Background: an optimization exercise with open tools, aiming at small area, a short achievable clock period and few clock cycles per item. Do not read the settings as production practice. No run shown here included a check of the RTL's function; only the layout flow was run. Power and IR drop assume default switching activity.

==> design.v <==
module can_fd_tx (
    input  wire        clk,
    input  wire        rst,
    input  wire        wr_en,
    input  wire [5:0]  wr_addr,
    input  wire [7:0]  wr_data,
    input  wire        start,
    input  wire [28:0] ident,
    input  wire        ide,
    input  wire        rtr,
    input  wire        fdf,
    input  wire        brs,
    input  wire        esi,
    input  wire [3:0]  dlc,
    output reg         busy,
    output wire        tx_valid,
    input  wire        tx_ready,
    output reg         tx_bit,
    output reg  [4:0]  tx_field,
    output reg         tx_stuff,
    output reg         tx_fast,
    output reg         tx_last
);
    localparam [4:0] F_SOF         = 5'h00;
    localparam [4:0] F_BASE_ID     = 5'h01;
    localparam [4:0] F_RTR_SRR     = 5'h02;
    localparam [4:0] F_IDE         = 5'h03;
    localparam [4:0] F_EXT_ID      = 5'h04;
    localparam [4:0] F_RTR2        = 5'h05;
    localparam [4:0] F_FDF         = 5'h06;
    localparam [4:0] F_RES         = 5'h07;
    localparam [4:0] F_BRS         = 5'h08;
    localparam [4:0] F_ESI         = 5'h09;
    localparam [4:0] F_DLC         = 5'h0A;
    localparam [4:0] F_DATA        = 5'h0B;
    localparam [4:0] F_STUFF_COUNT = 5'h0C;
    localparam [4:0] F_CRC         = 5'h0D;
    localparam [4:0] F_CRC_DELIM   = 5'h0E;
    localparam [4:0] F_ACK         = 5'h0F;
    localparam [4:0] F_ACK_DELIM   = 5'h10;
    localparam [4:0] F_EOF         = 5'h11;
    localparam [2:0] S_HDR  = 3'd0;    
    localparam [2:0] S_DATA = 3'd1;
    localparam [2:0] S_CRC  = 3'd2;    
    localparam [2:0] S_FDC  = 3'd3;    
    localparam [2:0] S_TAIL = 3'd4;    
    localparam [20:0] PM15 = 21'h4599 << 6;
    localparam [20:0] PM17 = 21'h1685B << 4;
    localparam [20:0] PM21 = 21'h102899;
    reg [7:0] buffer [0:63];
    always @(posedge clk) begin
        if (wr_en && !busy)
            buffer[wr_addr] <= wr_data;
    end
    assign tx_valid = busy;
    reg [39:0] hsr;        
    reg        h_ide;
    reg        h_fdf;
    reg        h_rtr;
    reg        h_brs;      
    reg        h_wide;     
    reg [3:0]  h_dlc;
    wire accept = start && !busy;
    wire        rtr_s = rtr & ~fdf;
    wire [10:0] base  = ide ? ident[28:18] : ident[10:0];
    wire [7:0]  tl_b  = fdf ? {1'b1, 1'b0, brs, esi, dlc} : {1'b0, dlc, 3'b000};
    wire [7:0]  tl_e  = fdf ? {1'b1, 1'b0, brs, esi, dlc} : {2'b00, dlc, 2'b00};
    wire [39:0] hload = {base, ide | rtr_s, ide,
                         ide ? ident[17:10] : tl_b,
                         ident[9:0], rtr_s, tl_e};
    reg [5:0] lm1;
    reg       len0;
    always @* begin
        len0 = 1'b0;
        lm1  = {2'b00, h_dlc} - 6'd1;
        if (h_fdf) begin
            case (h_dlc)
                4'd0:  len0 = 1'b1;
                4'd9:  lm1 = 6'd11;
                4'd10: lm1 = 6'd15;
                4'd11: lm1 = 6'd19;
                4'd12: lm1 = 6'd23;
                4'd13: lm1 = 6'd31;
                4'd14: lm1 = 6'd47;
                4'd15: lm1 = 6'd63;
                default: ;
            endcase
        end else begin
            if (h_rtr || h_dlc == 4'd0) len0 = 1'b1;
            if (h_dlc[3]) lm1 = 6'd7;
        end
    end
    reg [3:0] a_lo, a_mid, a_hi;
    reg [7:0] pre;          
    reg [7:0] sreg;         
    reg       lastbyte;     
    reg [7:0] rd_byte;
    integer i;
    always @* begin
        rd_byte = 8'd0;
        for (i = 0; i < 64; i = i + 1)
            if (a_hi[i / 16] && a_mid[(i / 4) % 4] && a_lo[i % 4])
                rd_byte = rd_byte | buffer[i];
    end
    always @(posedge clk)
        pre <= rd_byte;
    wire [3:0] l_lo  = 4'b0001 << lm1[1:0];
    wire [3:0] l_mid = 4'b0001 << lm1[3:2];
    wire [3:0] l_hi  = 4'b0001 << lm1[5:4];
    wire at_last = |(a_lo & l_lo) && |(a_mid & l_mid) && |(a_hi & l_hi);
    reg [2:0]  state;
    reg [5:0]  cnt;         
    reg [2:0]  run;         
    reg        stuff_due;   
    reg [2:0]  stuff_cnt;   
    reg [20:0] crc;
    wire [2:0]  sc_gray = stuff_cnt ^ (stuff_cnt >> 1);
    wire [3:0]  sc_bits = {sc_gray, ^sc_gray};
    wire [20:0] pmask   = h_fdf ? (h_wide ? PM21 : PM17) : PM15;
    reg [4:0] h_fld;
    reg       h_end;
    reg       h_fast;
    always @* begin
        if (cnt <= 6'd10)      h_fld = F_BASE_ID;
        else if (cnt == 6'd11) h_fld = F_RTR_SRR;
        else if (cnt == 6'd12) h_fld = F_IDE;
        else if (h_ide) begin
            if (cnt <= 6'd30)      h_fld = F_EXT_ID;
            else if (cnt == 6'd31) h_fld = F_RTR2;
            else if (cnt == 6'd32) h_fld = F_FDF;
            else if (cnt == 6'd33) h_fld = F_RES;
            else if (cnt == 6'd34) h_fld = h_fdf ? F_BRS : F_DLC;
            else if (cnt == 6'd35) h_fld = h_fdf ? F_ESI : F_DLC;
            else                   h_fld = F_DLC;
        end else begin
            if (cnt == 6'd13)      h_fld = F_FDF;
            else if (cnt == 6'd14) h_fld = h_fdf ? F_RES : F_DLC;
            else if (cnt == 6'd15) h_fld = h_fdf ? F_BRS : F_DLC;
            else if (cnt == 6'd16) h_fld = h_fdf ? F_ESI : F_DLC;
            else                   h_fld = F_DLC;
        end
        h_end  = (cnt == (h_ide ? (h_fdf ? 6'd39 : 6'd37) : (h_fdf ? 6'd20 : 6'd17)));
        h_fast = h_brs && (cnt >= (h_ide ? 6'd35 : 6'd16));
    end
    reg        g_lvl;
    reg [4:0]  g_fld;
    reg        g_fast;
    reg        g_stuff;     
    reg        g_dyn;       
    reg        g_crc;       
    reg        g_shift;     
    reg        g_last;
    reg        g_ldbyte;    
    reg [2:0]  g_state;
    reg [5:0]  g_cnt;
    always @* begin
        g_lvl    = 1'b1;
        g_fld    = F_EOF;
        g_fast   = 1'b0;
        g_stuff  = 1'b0;
        g_dyn    = 1'b0;
        g_crc    = 1'b0;
        g_shift  = 1'b0;
        g_last   = 1'b0;
        g_ldbyte = 1'b0;
        g_state  = state;
        g_cnt    = cnt + 6'd1;
        case (state)
            S_HDR: begin
                g_lvl  = hsr[39];
                g_fld  = h_fld;
                g_fast = h_fast;
                g_dyn  = 1'b1;
                g_crc  = 1'b1;
                if (h_end) begin
                    g_cnt = 6'd0;
                    if (!len0) begin
                        g_state = S_DATA; g_ldbyte = 1'b1;
                    end else if (h_fdf) begin
                        g_state = S_FDC; g_dyn = 1'b0;
                    end else
                        g_state = S_CRC;
                end
            end
            S_DATA: begin
                g_lvl = sreg[7]; g_fld = F_DATA; g_fast = h_brs;
                g_dyn = 1'b1; g_crc = 1'b1;
                if (cnt[2:0] == 3'd7) begin
                    g_cnt = 6'd0;
                    if (!lastbyte)
                        g_ldbyte = 1'b1;
                    else if (h_fdf) begin
                        g_state = S_FDC; g_dyn = 1'b0;
                    end else
                        g_state = S_CRC;
                end
            end
            S_CRC: begin
                g_lvl = crc[20]; g_fld = F_CRC; g_dyn = 1'b1; g_shift = 1'b1;
                if (cnt[3:0] == 4'd14) begin g_state = S_TAIL; g_cnt = 6'd0; end
            end
            S_FDC: begin
                g_fast = h_brs;
                g_fld  = (cnt[5:3] == 3'd0) ? F_STUFF_COUNT : F_CRC;
                if (cnt[2:0] == 3'd0) begin
                    g_lvl = ~tx_bit; g_stuff = 1'b1;
                    if (cnt[5:3] == 3'd1) g_fld = F_STUFF_COUNT;
                end else if (cnt[5:3] == 3'd0) begin
                    g_lvl = sc_bits[3'd4 - cnt[2:0]]; g_crc = 1'b1;
                end else begin
                    g_lvl = crc[20]; g_shift = 1'b1;
                end
                if (cnt[2:0] == 3'd4)
                    g_cnt = {cnt[5:3] + 3'd1, 3'b000};
                if (cnt[2:0] == 3'd1 && cnt[5:3] == (h_wide ? 3'd6 : 3'd5)) begin
                    g_state = S_TAIL; g_cnt = 6'd0;
                end
            end
            default: begin    
                g_lvl = 1'b1;
                case (cnt[3:0])
                    4'd0:    g_fld = F_CRC_DELIM;
                    4'd1:    g_fld = F_ACK;
                    4'd2:    g_fld = F_ACK_DELIM;
                    default: g_fld = F_EOF;
                endcase
                g_last = (cnt[3:0] == 4'd9);
            end
        endcase
    end
    wire load = busy && tx_ready && !tx_last;
    wire        c_in   = stuff_due ? ~tx_bit : g_lvl;
    wire [20:0] crc_st = {crc[19:0], 1'b0} ^ ((c_in ^ crc[20]) ? pmask : 21'd0);
    wire [2:0] g_run = (g_lvl != tx_bit) ? 3'd1 : run + 3'd1;
    always @(posedge clk) begin
        if (rst) begin
            busy <= 1'b0;
        end else if (accept) begin
            busy <= 1'b1;
        end else if (busy && tx_ready && tx_last) begin
            busy <= 1'b0;
        end
    end
    always @(posedge clk) begin
        if (accept) begin
            hsr       <= hload;
            h_ide     <= ide;
            h_fdf     <= fdf;
            h_rtr     <= rtr;
            h_brs     <= fdf & brs;
            h_wide    <= fdf & (dlc > 4'd10);
            h_dlc     <= dlc;
            tx_bit    <= 1'b0;
            tx_field  <= F_SOF;
            tx_stuff  <= 1'b0;
            tx_fast   <= 1'b0;
            tx_last   <= 1'b0;
            state     <= S_HDR;
            cnt       <= 6'd0;
            a_lo      <= 4'b0001;
            a_mid     <= 4'b0001;
            a_hi      <= 4'b0001;
            run       <= 3'd1;
            stuff_due <= 1'b0;
            stuff_cnt <= 3'd0;
            crc       <= fdf ? ((dlc > 4'd10) ? PM21 : PM17) : 21'd0;
        end else if (load) begin
            if (stuff_due) begin
                tx_bit    <= ~tx_bit;
                tx_stuff  <= 1'b1;
                tx_fast   <= g_fast;
                run       <= 3'd1;
                stuff_due <= 1'b0;
                stuff_cnt <= stuff_cnt + 3'd1;
                if (h_fdf)
                    crc <= crc_st;
            end else begin
                tx_bit    <= g_lvl;
                tx_field  <= g_fld;
                tx_stuff  <= g_stuff;
                tx_fast   <= g_fast;
                tx_last   <= g_last;
                state     <= g_state;
                cnt       <= g_cnt;
                run       <= g_run;
                stuff_due <= g_dyn && (g_run == 3'd5);
                if (state == S_HDR)
                    hsr <= {hsr[38:0], 1'b0};
                if (g_ldbyte) begin
                    sreg     <= pre;
                    lastbyte <= at_last;
                    a_lo     <= {a_lo[2:0], a_lo[3]};
                    if (a_lo[3]) begin
                        a_mid <= {a_mid[2:0], a_mid[3]};
                        if (a_mid[3])
                            a_hi <= {a_hi[2:0], a_hi[3]};
                    end
                end else if (state == S_DATA)
                    sreg <= {sreg[6:0], 1'b0};
                if (g_crc)
                    crc <= crc_st;
                else if (g_shift)
                    crc <= {crc[19:0], 1'b0};
            end
        end
    end
endmodule
==> run.sh <==
#!/bin/bash
# synth_recipe.tcl (not shown) runs the flow's synth.tcl, then flattens the netlist and writes it again
# the make line also repeats each setting of config.mk as NAME=value (left out here)
make -C /OpenROAD-flow-scripts/flow DESIGN_CONFIG=/design/flow/config.mk WORK_HOME=/design/flow/orfs CLKGATE_MAP_FILE= SYNTH_SCRIPT=/design/flow/synth_recipe.tcl finish
==> config.mk <==
export PLATFORM = sky130hd
export DESIGN_NAME = can_fd_tx
export DESIGN_NICKNAME = can_fd_tx
export VERILOG_FILES = /design/flow/design.v
export SDC_FILE = /design/flow/constraint.sdc
export NUM_CORES = 4
export LEC_CHECK = 0
export ABC_CLOCK_PERIOD_IN_PS = 2200
export CAP_MARGIN = 20
export CORE_MARGIN = 2
export CORE_UTILIZATION = 40
export PLACE_DENSITY = 0.6
export SETUP_SLACK_MARGIN = 2.8
export SLEW_MARGIN = 20
==> constraint.sdc <==
create_clock -name core_clock -period 5.0 [get_ports {clk}]
set_input_delay 1.0000 -clock core_clock [delete_from_list [all_inputs] [get_ports {clk}]]
set_output_delay 1.0000 -clock core_clock [all_outputs]
set_load 0.01 [all_outputs]
==> results of run 1 <==
==> sequential cells by signal (all words and copies together) (netlist names), 3 cells and up <==
| name | flops |
|---|---|
| state | 3 |
| h_dlc | 4 |
| sreg | 8 |
| crc | 21 |
| a_mid | 4 |
| buffer | 512 |
| a_lo | 4 |
| hsr | 40 |
| cnt | 6 |
| run | 3 |
| pre | 8 |
| a_hi | 4 |
| tx_field | 5 |
| stuff_cnt | 3 |
==> final timing paths <==
check,depth (start not counted),startpoint,to
worst max-delay path,5,a_mid[0]$_SDFFE_PP1P_,pre[5]$_DFF_P_
worst min-delay path,2,tx_field[4]$_SDFFE_PP0P_,tx_field[4]$_SDFFE_PP0P_
worst max register to register,5,a_mid[0]$_SDFFE_PP1P_,pre[5]$_DFF_P_
worst min register to register,2,tx_field[4]$_SDFFE_PP0P_,tx_field[4]$_SDFFE_PP0P_
==> final cells by class <==
class / count / area, um^2 / share of cell area (%)
clock inverters: 41 / 445 / 1.34
flip-flops and latches: 637 / 18800 / 56.2
multi-input cells: 1104 / 8280 / 24.8
repair buffers: 269 / 2940 / 8.82
well taps: 855 / 1070 / 3.21
inverters: 26 / 114 / 0.342
clock buffers: 78 / 1740 / 5.22
==> worst reg2reg max path, stage by stage (launching register included) <==
cell and delay, ns:
dfxtp_4 0.41, buf_12 0.18, a222oi_1 0.91, o221ai_1 0.24
nor4_2 0.45, nand4_1 0.27
==> per-stage QoR <==
step                      instance area, um^2  total power [mW]  util [%]  hold slack (ns)  setup WS (ns)
after floorplan                         26800              6.38         -            0.451           2.16
after global placement                  28200              6.61      43.8            0.450           1.43
after detailed placement                28200              6.63      43.8            0.463           1.37
after CTS                               32600              11.6      50.6            0.469           2.50
after global routing                    33300              11.9      51.7            0.487           2.43
final                                   33300              11.7      51.7            0.459           2.33
==> where the power goes <==
| group | internal, mW | switching, mW | leakage, nW | total, mW |
|---|---|---|---|---|
| sequential | 5.93 | 0.0444 | 5.77 | 5.98 |
| clock | 2.88 | 2.16 | 1.07 | 5.05 |
| combinational | 0.230 | 0.410 | 4.05 | 0.640 |
| total | 9.05 | 2.62 | 10.9 | 11.7 |
==> cells by family after synthesis <==
kind of cell / after synthesis / synth area share [%]
AOI/OAI and AO/OA: 515 / 14.1
xor gates and xnor gates: 24 / 0.805
adders and majority gates: 19 / 0.910
buffers and inverters: 154 / 2.30
DFF: 637 / 71.4
muxes: 33 / 1.36
and+or+nand+nor: 511 / 9.07
==> placed cells by master, fill, tap and decap left out, drive strengths merged, types with 16 or more instances in the layout <==
master	count
inv	31
o22ai	49
a22o	39
edfxtp	591
mux2i	22
a221oi	20
and3	27
clkdlybuf4s50	40
nand4	33
o21ai	95
and2	19
dfxtp	46
a22oi	132
xor2	21
clkinv	27
nor2	138
nand2	194
buf	210
ha	19
clkbuf	81
nand3	29
a222oi	16
a21oi	65
==> layer usage <==
layer / track usage [%] / vias to the layer above
met5: 0 / -
met1: 37.1 / 9657
met3: 7.80 / 346
met4: 17.3 / 2
li1: - / 7925
met2: 42.5 / 1512
==> timing repair <==
action                                  CTS  global route
pin swaps                                84            53
resized for setup                       276            62
endpoints found under the setup margin  669           514
setup buffers                           112            47
cloned                                    5             1
==> flow_metrics.env, run 1 <==
export IMPL_dp_hpwl_um=59400
export IMPL_ys_types=77
export IMPL_routed_wl_met2_um=42700
export IMPL_critPathLaunchType="flip-flop"
export IMPL_num_vias=19400
export IMPL_highest_layer="met5"
export IMPL_synthCells=1893
export IMPL_synthesis_area_um2=26100
export IMPL_wl_per_cell_um=32.6
export IMPL_synth_flop_cell="edfxtp_1"
export IMPL_status="timing/DRC/antenna clean"
export IMPL_syn_nets=1969
export IMPL_drive_gt1_share_pct=26.9
export IMPL_antenna_found_initial=1
export IMPL_yosysMostFrequentCell="edfxtp_1"
export IMPL_yosysWarnings=1
export IMPL_clock_fmax_mhz=375
export IMPL_cp_data_required_time_ns=5.41
export IMPL_cts_buffers=68
export IMPL_fp_coreArea_um2=64500
export IMPL_synth_top_cell_area_share_pct=67.9
export IMPL_critical_path_class="flip-flop to flip-flop"
export IMPL_critPathMaxStageDelay_ns=0.90
export IMPL_synth_edf_count=591
export IMPL_synthTopCellsByArea="edfxtp_1 68%, a22oi_1 3.8%, dfxtp_1 3.5%, nand2_1 2.8%, nor2_1 2.0%"
export IMPL_arrival_ns=3.08
export IMPL_finalCritPeriodShare_pct=53.4
export IMPL_ant_nets=0
export IMPL_die_h_um=260
export IMPL_dieArea_um2=67400
export IMPL_met1_length_um=36000
export IMPL_cts_hold_buffers=0
export IMPL_finalSetupViolations=0
export IMPL_start_util_pct=40.5
export IMPL_dr_first_iter_drc_count=3447
export IMPL_fill_cells=5356
export IMPL_firstDrtPassIters=8
export IMPL_place_inst=2726
export IMPL_worst_pin_slew_ns=1.07
export IMPL_layout_nets=2182
export IMPL_cts_num_sinks=637
export IMPL_synth_area_per_cell_um2=13.8
export IMPL_hold_class="flip-flop to flip-flop"
export IMPL_seq_area_frac_synth_pct=71.4
export IMPL_htree_num_levels=3
export IMPL_slew_headroom_pct=28.4
export IMPL_grt_usage_pct=28.5
export IMPL_crit_chain="buf_12 -> a222oi_1 -> o221ai_1 -> nor4_2 -> nand4_1"
export IMPL_maxSlewViolCount=0
export IMPL_grt_max_degree=89
export IMPL_portBuffers=67
export IMPL_diodes=0
export IMPL_drc=0
export IMPL_synth_top_area_cell="edfxtp_1"
export IMPL_clk_pin_slew_ns=0.06
export IMPL_finClkSkew_ns=0.0356
export IMPL_tritoncts="done"
export IMPL_reg2reg_slack_ns=2.33
export IMPL_cts_path_max_buffers=3
export IMPL_synth_seq_cells=637
export IMPL_crit_fanout=10
export IMPL_cap_violations=0
export IMPL_grt_overflow=0
export IMPL_insertion_delay_ns=0.63
export IMPL_final_hold_violation_count=0
export IMPL_drt_total_wl_um=98100
export IMPL_async_flop_share_pct=0
export IMPL_cts_root_buf="clkbuf_16"
export IMPL_io_pins=68
export IMPL_dr_wl_met3_um=12200
export IMPL_cp_buffers_inverters=1
export IMPL_end_kind="flip-flop"
export IMPL_cp_top_family="compound AO/OA/AOI/OAI gates"
export IMPL_power_static_leakage_nw=10.9
export IMPL_area_growth_pct=27.6
export IMPL_slowest_stage="a222oi_1"
export IMPL_fin_cells=3010
export IMPL_rows=93
export IMPL_synth_commonest_cells="591 x edfxtp_1, 194 x nand2_1, 136 x nor2_1, 132 x a22oi_1, 95 x clkbuf_1"
export IMPL_rsz0062_at_grt="yes"
export IMPL_tns_ns=0
export IMPL_grt_pass1_wl_um=136000
export IMPL_period_needed_ns=2.67
export IMPL_gp_congestion=1.05
export IMPL_die_x_um=260
export IMPL_vias_per_cell=6.46
export IMPL_powerDensity_nw_per_um2=350
export IMPL_max_vdd_ir_drop_v=0.000349
export IMPL_grt_pass1_vias=18300
==> run 2, diff against run 1 <==
--- a/config.mk
+++ b/config.mk
@@ -9,6 +9,8 @@
 export CAP_MARGIN = 20
 export CORE_MARGIN = 2
 export CORE_UTILIZATION = 40
+export CTS_BUF_LIST = sky130_fd_sc_hd__clkbuf_4 sky130_fd_sc_hd__clkbuf_8
+export CTS_CLUSTER_SIZE = 25
 export PLACE_DENSITY = 0.6
 export SETUP_SLACK_MARGIN = 2.8
 export SLEW_MARGIN = 20
==> flow_metrics.env, run 2 <==
export IMPL_cp_data_required_time_ns=5.60
export IMPL_clk_pin_slew_ns=0.07
export IMPL_seq_area_um2=18800
export IMPL_cap_violations=0
export IMPL_drc=0
export IMPL_syn_nets=1969
export IMPL_slew_headroom_pct=31.4
export IMPL_worst_pin_slew_ns=1.03
export IMPL_clock_fmax_mhz=394
export IMPL_yosysWarnings=1
export IMPL_gp_congestion=1.05
export IMPL_status="timing/DRC/antenna clean"
export IMPL_synth_commonest_cells="591 x edfxtp_1, 194 x nand2_1, 136 x nor2_1, 132 x a22oi_1, 95 x clkbuf_1"
export IMPL_powerDensity_nw_per_um2=334
export IMPL_finalSetupViolations=0
export IMPL_dr_first_iter_drc_count=3472
export IMPL_reg2reg_slack_ns=2.47
export IMPL_die_h_um=260
export IMPL_ant_nets=0
export IMPL_insertion_delay_ns=0.72
export IMPL_layout_common_cells="591 x edfxtp_1, 163 x nand2_1, 132 x buf_4"
export IMPL_min_to="tx_field[4]$_SDFFE_PP0P_"
export IMPL_utilization_pct=52.1
export IMPL_grt_usage_pct=28.9
export IMPL_antenna_found_initial=7
export IMPL_reg2regPathDepth=8
export IMPL_synth_edf_count=591
export IMPL_critical_path_class="flip-flop to flip-flop"
export IMPL_largest_register="buffer"
export IMPL_io_pins=68
export IMPL_tns_ns=0
export IMPL_start_util_pct=40.5
export IMPL_rsz0062_at_grt="yes"
export IMPL_arrival_ns=3.14
export IMPL_ys_types=77
export IMPL_finalCritPeriodShare_pct=50.7
export IMPL_synthCells=1893
export IMPL_firstDrtPassIters=6
export IMPL_fp_coreArea_um2=64500
export IMPL_hold_class="flip-flop to flip-flop"
export IMPL_synthTopCellsByArea="edfxtp_1 68%, a22oi_1 3.8%, dfxtp_1 3.5%, nand2_1 2.8%, nor2_1 2.0%"
export IMPL_power_static_leakage_nw=11.0
export IMPL_synthesis_area_um2=26100
export IMPL_layout_nets=2216
export IMPL_grt_overflow=0
export IMPL_finClkSkew_ns=0.0357
export IMPL_die_x_um=260
export IMPL_hold_slack_ns=0.465
export IMPL_place_area_um2=28200
export IMPL_cts_root_buf="clkbuf_8"
export IMPL_largest_reg_flops=512
export IMPL_reg2reg_to="cnt[4]$_SDFFE_PP0P_"
export IMPL_dieArea_um2=67400
export IMPL_dp_hpwl_um=59400
export IMPL_synth_area_per_cell_um2=13.8
export IMPL_reg_top3="buffer (512), hsr (40), crc (21)"
export IMPL_grt_pass1_vias=18700
export IMPL_fill_cells=5329
export IMPL_multi_input_area_um2=8610
export IMPL_vias_per_cell=6.42
export IMPL_min_path_cells=2
export IMPL_max_vdd_ir_drop_v=0.000272
export IMPL_portBuffers=67
export IMPL_maxSlewViolCount=0
export IMPL_drive_gt1_share_pct=31.8
export IMPL_htree_num_levels=3
export IMPL_synth_top_cell_area_share_pct=67.9
export IMPL_cts_num_sinks=637
export IMPL_cts_path_max_buffers=3
export IMPL_grt_max_degree=89
export IMPL_num_vias=19800
export IMPL_tritoncts="done"
export IMPL_cts_buffers=103
export IMPL_timing_rr_start="h_ide$_DFFE_PP_"
export IMPL_drt_total_wl_um=100000
export IMPL_seq_area_frac_synth_pct=71.4
export IMPL_area_growth_pct=28.5
export IMPL_layout_commonest_cell="edfxtp_1"
export IMPL_final_area_um2=33600
export IMPL_synth_top_area_cell="edfxtp_1"
export IMPL_async_flop_share_pct=0
export IMPL_yosysMostFrequentCell="edfxtp_1"
export IMPL_hold_start="tx_field[4]$_SDFFE_PP0P_"
export IMPL_wl_per_cell_um=32.5
export IMPL_final_hold_violation_count=0
export IMPL_synth_flop_cell="edfxtp_1"
export IMPL_end_kind="flip-flop"
export IMPL_period_needed_ns=2.53
export IMPL_synth_seq_cells=637
export IMPL_rows=93
export IMPL_critPathLaunchType="flip-flop"
export IMPL_crit_fanout=5
export IMPL_grt_pass1_wl_um=137000
run 2: final cells by class:
class | instances | share of cell area, %
tap | 855 | 3.19
inverter | 26 | 0.347
sequential | 637 | 55.8
clock buffer | 138 | 5.12
timing repair buffer | 269 | 8.83
antenna | 3 | 0.0224
multi-input combinational | 1103 | 25.6
clock inverter | 48 | 1.02
run 2: cells by family after synthesis:
group | after synthesis | synth area share, %
flops | 637 | 71.4
compound gates | 515 | 14.1
simple gates | 511 | 9.07
buf+inv | 154 | 2.30
mux | 33 | 1.36
xor+xnor | 24 | 0.805
fa+ha+maj | 19 | 0.910
run 2: layer usage:
metal  track usage [%]  share of wire, %  up-vias
met2              43.4                45     1639
met1              37.1                36     9773
met3              8.41                13      330
li1                  -                 -     8003
met4              17.2               6.6       10
met5             0.783              0.10        -
run 2: power by group:
part | internal [mW] | switching, mW
Combinational | 0.232 | 0.411
Sequential | 5.93 | 0.0468
Clock | 2.41 | 2.18
Total | 8.57 | 2.64
run 2: worst max path at each step:
stage	start	slack, ns	endpoint
after detailed placement	tx_ready	1.37	hsr[19]$_DFFE_PP_
final	h_ide$_DFFE_PP_	2.47	cnt[4]$_SDFFE_PP0P_
after floorplan	tx_ready	2.16	hsr[0]$_SDFFCE_PN0P_
after global placement	tx_ready	1.43	hsr[25]$_DFFE_PP_
after global routing	h_ide$_DFFE_PP_	2.37	cnt[4]$_SDFFE_PP0P_
after CTS	wr_addr[0]	2.35	buffer[37][2]$_DFFE_PP_
run 2: timing repair:
item,4_1_cts,5_1_grt
hold buffers,0,0
pin swaps,66,85
cloned,6,4
buffers inserted,96,58
endpoints found under the setup margin,623,509
resized for setup,294,134
run 2: metrics by stage:
| stage | power [mW] | std cells | setup WS [ns] |
|---|---|---|---|
| 5_1_grt | 11.5 | 3077 | 2.37 |
| 2_1_floorplan | 6.38 | 1893 | 2.16 |
| 6_report | 11.2 | 3079 | 2.47 |
| 3_3_place_gp | 6.61 | 2726 | 1.43 |
| 3_5_place_dp | 6.63 | 2726 | 1.37 |
| 4_1_cts | 11.2 | 3014 | 2.35 |
run 2: critical path, cell delays in order, from the launching register on:
cell	delay, ns
edfxtp_1	0.52
buf_6	0.18
or3_4	0.36
a221oi_4	0.30
a31oi_2	0.17
or3_4	0.41
a31oi_4	0.22
o21ai_1	0.09
and2_1	0.15

re-timing with driven ports:
The results above use ideal ports. As a check the final layouts listed here were re-extracted and re-timed, cells and wires unchanged.
Step 1 (the two cells are an assumption about what drives the block):
set clk [get_ports {clk}]
set_driving_cell -lib_cell sky130_fd_sc_hd__clkbuf_16 $clk
set_driving_cell -lib_cell sky130_fd_sc_hd__buf_2 [delete_from_list [all_inputs] $clk]
Step 2 moves the port delays by t, midway between the first and last clock arrival at a register: inputs arrive t later, outputs are due t later. That takes back most of the time a late clock gives input paths.
Three values: no drivers, after step 1, after step 2; two values: the first two.
run	t, ns	setup slack, ns	hold WS [ns]	worst setup path at the end
run 1	0.680	2.332 / 2.332 / 2.147	0.459 / 0.459 / 0.459	input to register
run 2	0.774	2.465 / 2.465 / 2.036	0.465 / 0.465 / 0.465	input to register
After both steps every run listed still meets setup and hold. For run 2, which loses most, drivers alone change the setup slack by 0.000 ns; drivers and shift together by -0.429 ns.
